This design comes from an exercise in tuning for small area on the open sky130 flow, not from production work.
Function not checked in this run: the RTL went through the layout flow alone.
Power is estimated from default activity; no workload was simulated.

### design/flow/run.sh
#!/bin/bash
# synth_recipe.tcl (not shown) runs the flow's synth.tcl, then flattens the netlist and writes it again
# the make line also repeats each setting of config.mk as NAME=value (left out here)
make -C /OpenROAD-flow-scripts/flow DESIGN_CONFIG=/design/flow/config.mk WORK_HOME=/design/flow/orfs CLKGATE_MAP_FILE= SYNTH_SCRIPT=/design/flow/synth_recipe.tcl finish
### design/flow/config.mk
export PLATFORM = sky130hd
export DESIGN_NAME = avg_bank
export DESIGN_NICKNAME = avg_bank
export VERILOG_FILES = /design/flow/design.v
export SDC_FILE = /design/flow/constraint.sdc
export NUM_CORES = 4
export LEC_CHECK = 0
export CAP_MARGIN = 20
export CORE_MARGIN = 2
export CORE_UTILIZATION = 65
export SLEW_MARGIN = 20
### design/flow/constraint.sdc
create_clock -name core_clock -period 18.0 [get_ports {clk}]
set_input_delay 3.6000 -clock core_clock [delete_from_list [all_inputs] [get_ports {clk}]]
set_output_delay 3.6000 -clock core_clock [all_outputs]
set_load 0.01 [all_outputs]
### design/flow/design.v
module avg_bank (
    input  wire        clk,
    input  wire        rst,
    input  wire        scan,
    input  wire        s_valid,
    input  wire [7:0]  s_pd,
    input  wire [15:0] s_value,
    input  wire [1:0]  s_tag,
    input  wire        cfg_valid,
    input  wire [3:0]  cfg_ch,
    input  wire [7:0]  cfg_pd,
    input  wire [3:0]  cfg_len,
    input  wire [3:0]  rd_ch,
    output reg  [15:0] rd_mean,
    output reg  [31:0] rd_sum,
    output reg  [1:0]  rd_tag,
    output wire [31:0] rd_seq,
    output reg  [31:0] sat_count,
    output reg  [31:0] guard_count,
    output reg  [31:0] inv_count
);
    localparam NCH = 16;
    reg [7:0]  ch_pd      [0:NCH-1];
    reg [3:0]  ch_len     [0:NCH-1];
    reg        pend       [0:NCH-1];
    reg [7:0]  pend_pd    [0:NCH-1];
    reg [3:0]  pend_len   [0:NCH-1];
    reg [24:0] acc        [0:NCH-1];
    reg        acc_guard  [0:NCH-1];
    reg        acc_inv    [0:NCH-1];
    reg [11:0] scans      [0:NCH-1];    
    reg [24:0] res_acc    [0:NCH-1];
    reg [3:0]  res_len    [0:NCH-1];
    reg        res_guard  [0:NCH-1];
    reg        res_inv    [0:NCH-1];
    reg [31:0] res_seq    [0:NCH-1];
    wire [24:0] r_acc   = res_acc[rd_ch];
    wire [3:0]  r_len   = res_len[rd_ch];
    wire        r_guard = res_guard[rd_ch];
    wire        r_inv   = res_inv[rd_ch];
    assign rd_seq = res_seq[rd_ch];
    reg [24:0] r_v;
    reg        r_clamp;
    always @(*) begin
        r_v     = $signed(r_acc) >>> r_len;
        r_clamp = r_v[24:15] != {10{r_v[24]}};
        if (r_guard) begin
            rd_mean = {~r_acc[24], {15{r_acc[24]}}};
            rd_sum  = {~r_acc[24], {31{r_acc[24]}}};
            rd_tag  = 2'b11;
        end else begin
            rd_mean = r_clamp ? {r_v[24], {15{~r_v[24]}}} : r_v[15:0];
            rd_sum  = {{7{r_acc[24]}}, r_acc};
            rd_tag  = {r_inv, r_clamp};
        end
    end
    wire        s_add = s_valid && !scan;
    reg [25:0]  sum_next  [0:NCH-1];
    reg         hit       [0:NCH-1];
    reg         complete  [0:NCH-1];
    reg [12:0]  carry     [0:NCH-1];
    reg [9:0]   sgn_or    [0:NCH-1];
    reg         clamp     [0:NCH-1];
    integer i, k;
    always @(*) begin
        for (i = 0; i < NCH; i = i + 1) begin
            hit[i]      = s_add && (s_pd == ch_pd[i]);
            sum_next[i] = {acc[i][24], acc[i]} + {{10{s_value[15]}}, s_value};
            carry[i][0] = 1'b1;
            for (k = 0; k < 12; k = k + 1)
                carry[i][k+1] = carry[i][k] & scans[i][k];
            complete[i] = carry[i][ch_len[i]];
            sgn_or[i][9] = 1'b0;
            for (k = 8; k >= 0; k = k - 1)
                sgn_or[i][k] = sgn_or[i][k+1] | (acc[i][15+k] ^ acc[i][24]);
            clamp[i] = (ch_len[i] <= 4'd8) ? sgn_or[i][ch_len[i]] : 1'b0;
        end
    end
    reg [4:0] n_sat, n_guard, n_inv;
    always @(*) begin
        n_sat = 5'd0;
        n_guard = 5'd0;
        n_inv = 5'd0;
        if (scan) begin
            for (i = 0; i < NCH; i = i + 1) begin
                if (complete[i]) begin
                    if (acc_guard[i])
                        n_guard = n_guard + 5'd1;
                    else if (clamp[i] && !acc_inv[i])
                        n_sat = n_sat + 5'd1;
                    if (acc_inv[i])
                        n_inv = n_inv + 5'd1;
                end
            end
        end
    end
    function [31:0] sat_add;
        input [31:0] a;
        input [4:0]  b;
        reg   [32:0] s;
        begin
            s = {1'b0, a} + {28'd0, b};
            sat_add = s[32] ? 32'hffff_ffff : s[31:0];
        end
    endfunction
    always @(posedge clk) begin
        if (rst) begin
            for (i = 0; i < NCH; i = i + 1) begin
                ch_pd[i]     <= 8'd0;
                ch_len[i]    <= 4'd6;
                pend[i]      <= 1'b0;
                acc[i]       <= 25'd0;
                acc_guard[i] <= 1'b0;
                acc_inv[i]   <= 1'b0;
                scans[i]     <= 12'd0;
                res_acc[i]   <= 25'd0;
                res_len[i]   <= 4'd0;
                res_guard[i] <= 1'b0;
                res_inv[i]   <= 1'b0;
                res_seq[i]   <= 32'd0;
            end
            sat_count   <= 32'd0;
            guard_count <= 32'd0;
            inv_count   <= 32'd0;
        end else begin
            sat_count   <= sat_add(sat_count, n_sat);
            guard_count <= sat_add(guard_count, n_guard);
            inv_count   <= sat_add(inv_count, n_inv);
            for (i = 0; i < NCH; i = i + 1) begin
                if (scan) begin
                    if (complete[i]) begin
                        res_acc[i]   <= acc[i];
                        res_len[i]   <= ch_len[i];
                        res_guard[i] <= acc_guard[i];
                        res_inv[i]   <= acc_inv[i];
                        res_seq[i]   <= res_seq[i] + 32'd1;
                    end
                    if (complete[i] || pend[i]) begin
                        acc[i]       <= 25'd0;
                        acc_guard[i] <= 1'b0;
                        acc_inv[i]   <= 1'b0;
                        scans[i]     <= 12'd0;
                    end else begin
                        scans[i] <= scans[i] ^ carry[i][11:0];
                    end
                    if (pend[i]) begin
                        ch_pd[i]  <= pend_pd[i];
                        ch_len[i] <= pend_len[i];
                    end
                    pend[i] <= 1'b0;
                end else if (hit[i]) begin
                    if (!acc_guard[i]) begin
                        acc[i] <= sum_next[i][24:0];
                        if (sum_next[i][25] != sum_next[i][24])
                            acc_guard[i] <= 1'b1;
                    end
                    if (s_tag[1])
                        acc_inv[i] <= 1'b1;
                end
            end
        end
        for (i = 0; i < NCH; i = i + 1) begin
            if (!rst && cfg_valid && cfg_ch == i) begin
                pend[i]     <= 1'b1;
                pend_pd[i]  <= cfg_pd;
                pend_len[i] <= cfg_len;
            end
        end
    end
endmodule
==> out/qor.csv <==
metric;value;unit
clk_latency;0.89;ns
clockRootBuffer;clkbuf_16;
crit_top_cell;ha_1;
start_kind;flop;
grt.total_usage;41.9;%
worstMarginPinSlew;1.25;ns
final.period_utilization;90.8;%
cts-resized-gates;0;
cts_inserted_buffers;215;
grt_pass1_wl;570;mm
ant_nets;0;
seqPwrFrac;48.3;%
netlist_area;0.113;mm²
criticalPathCategory;flop to flop;
avgRoutedWirePerCell;24.3;µm
drc;0;
fmax;61.2;MHz
fin_ws;1.66;ns
start_util;65.5;%
clkPwrFrac;46.5;%
syn_to_final_growth;10.1;%
clock-sinks;2128;
ios;229;
cts_buffer_depth;3;
drtIter0Drc;12100;
ys_ff_latch;2128;
r2r_slack;1.66;ns
post-place-cells;15300;
overflow;0;
met3_usage;8.26;%
gr-usage-met1;54.2;%
rr_worst_depth;64;
synth_top_area_share;34.5;%
power_density;80.3;mW/mm²
timing.hold.ws;0.435;ns
routed_wl;380;mm
top_usage_layer;met2;
port_buffers;227;
nets;13900;
gp_congestion;1.01;
cp_max_fo;29;
power;9950;µW
maxCapViolations;0;
clk_pin_slew;0.06;ns
slew_headroom;16.4;%
vias_per_cell;6.55;
ys_warn_count;21;
grt_util_met2;62.7;%
hp-class;flop to flop;
irDropWorstVdd;86.8;µV
place_ws;1.88;ns
htreeDepth;4;
dpl.hpwl;271;mm
syn_nets;14000;
leakagePower;0.0481;µW
switchingPower;2340;µW
post_cts_buffers;0;
cts_tree;yes;
synth_edf_count;192;
synth_area_per_cell;8.46;µm²
die_w;420;µm
finalMaxSlewViolations;0;
hold_buffers;0;
synth_ff_type;dfxtp_1;
worst_setup_path_end_kind;flop;
ys_seq_area_share;39.6;%
die_y;420;µm
placementRows;152;
setup_viol;0;
drive_above_1_share;5.63;%
synth_area_leaders;dfxtp_1 34%, ha_1 7.3%, nand2_1 6.7%, a21oi_1 6.2%, edfxtp_1 5.1%;
vias;103000;
synth.distinct_cells;100;
grt_start_max_net_pins;213;
finalSetupTns;0;ns
cp.required;18.76;ns
crit_path_start;scans[0][0];
cp_data_arrival_time;17.10;ns
crit_slowest_cell;or3_1;
core-area;0.172;mm²
die_area;0.176;mm²
rsz0062_at_grt;false;
internal-power;7610;µW
grt_pass1_vias;96700;
cpPeakStageDelay;0.79;ns
hold_viol;0;
final_cells;15700;
power_frac_comb;5.1;%
antenna_found_initial;8;
async_reset_ff_share;0;%
hold_start;pend_len[13][1];
netlist_instances;13300;
status;timing/DRC/antenna clean;
regToRegStartpoint;scans[0][0];
final.min_clock_period;16.34;ns
skew;0.0423;ns
hold_path_depth;2;
yosysTopAreaCell;dfxtp_1;
drt_first_pass_iters;6;
swShare;23.5;%
[registers in the layout, indices dropped and copies added (netlist names), 32 cells and up]
| signal | flops |
|---|---|
| acc | 400 |
| res_seq | 512 |
| ch_pd | 128 |
| sat_count | 32 |
| pend_pd | 128 |
| pend_len | 64 |
| scans | 192 |
| res_acc | 400 |
| inv_count | 32 |
| guard_count | 32 |
| ch_len | 64 |
| res_len | 64 |
[Yosys cell counts (57+ instances only)]
master,instances
nand2_1,2000
dfxtp_1,1936
a21oi_1,1388
nor2_1,1274
clkbuf_1,658
ha_1,652
xor2_1,646
xnor2_1,522
nand3_1,458
a22oi_1,448
o21ai_0,300
a22o_1,294
inv_1,285
nor3_1,245
edfxtp_1,192
and3_1,156
nand4_1,145
o21bai_1,145
mux2i_1,110
a221oi_1,109
a21o_1,106
or3_1,100
and2_1,75
buf_1,74
nor2b_1,66
a31oi_1,61
nand2b_1,61
nand3b_1,57
[path summary, 6_finish.rpt]
kind	end
hold / removal	ch_len[13][1]
hold reg to reg	ch_len[13][1]
setup / recovery	inv_count[14]
setup reg to reg	inv_count[14]
[placed cells by master, fill, tap and decap left out, types with 50 or more instances in the layout]
master and instances:
and3_1 156, o22a_1 50, xnor2_1 522, nor2b_1 66, a21o_1 106, nor2_1 1237, nand2_1 1998, o21a_1 50
a31oi_1 60, a221oi_1 109, mux2_2 52, mux2i_1 110, clkbuf_16 222, edfxtp_1 192, a22oi_1 448, ha_1 652
nor3_1 228, nand3b_1 57, nand3_1 458, and4_1 54, buf_4 182, nand4_1 145, a22o_1 294, o21bai_1 144
clkdlybuf4s50_1 218, o21ai_0 300, a21oi_1 1384, and2_1 69, inv_1 285, or3_1 100, clkbuf_8 50, dfxtp_1 1936
xor2_1 646, nand2b_1 61
[metrics by stage]
step                      util, %  area (µm²)
after floorplan                 -      113000
after global placement       67.9      117000
after detailed placement     67.9      117000
after CTS                    72.1      124000
after global routing         72.1      124000
final                        72.1      124000
[final cells by class]
class,instances,area (µm²)
Antenna cell,3,7.51
Clock buffer,315,6400
Clock inverter,68,812
Fill cell,13400,47900
Inverter,287,1080
Multi-Input combinational cell,10100,64400
Sequential cell,2128,44500
Tap cell,2310,2890
Timing Repair Buffer,413,3710
[power by group through the flow]
| stage | registers [µW] | logic (µW) | clock network, µW |
|---|---|---|---|
| 2_1_floorplan | 4910 | 311 | 0 |
| 3_3_place_gp | 4910 | 477 | 0 |
| 3_5_place_dp | 4910 | 493 | 0 |
| 5_1_grt | 4810 | 541 | 4830 |
| 6_report | 4810 | 508 | 4630 |
| 4_1_cts | 4810 | 495 | 4640 |
[critical path, delay by kind of cell, from the launching register on]
family | cells | cell delay (ns)
multiplexers | 9 | 2.38
buffers and inverters | 2 | 0.14
flip-flops | 1 | 0.34
AND/OR/NAND/NOR | 17 | 4.05
adder cells (fa/ha/maj) | 27 | 7.36
AO/OA/AOI/OAI | 9 | 1.96
[layer usage]
metal	part of all wire, %	vias to the layer above
li1	-	46700
met1	39	49100
met2	42	5475
met3	11	1215
met4	8.2	10
met5	0.015	-
[logic make-up (layout without fill, tap and decap cells)]
kind of cell | count (synthesis) | count (layout) | share of synthesized area, %
mux | 193 | 193 | 2.09
flops | 2128 | 2128 | 39.6
compound gates | 3238 | 3238 | 18.5
simple gates | 4846 | 4846 | 19.2
buf+inv | 1035 | 1083 | 3.49
xor+xnor | 1189 | 1189 | 9.50
fa+ha+maj | 672 | 672 | 7.60
other cells | 0 | 3 | 0

[what the ideal ports hide]
The results above use ideal ports. As a check the final layout listed here was re-extracted and re-timed, cells and wires unchanged. Step 1 assumes that a clkbuf_16 drives the clock port and a buf_2 every other input. Step 2 also shifts input and output timing later by t, the mid clock arrival at the registers, as if the neighbouring blocks saw the same clock. Slacks: ideal ports / drivers / drivers and shift; pairs: ideal ports / drivers.
t, ns: 0.960
setup slack, ns: 1.664 / 1.664 / 1.664
worst setup path at the end: register to register
worst register clock-pin slew, ns: 0.07 / 0.07
worst slew at a driven data input, ns: 0.09
After both steps this run still meets setup and hold. The setup slack of this run moves by 0.000 ns with the drivers and by 0.000 ns with both steps.
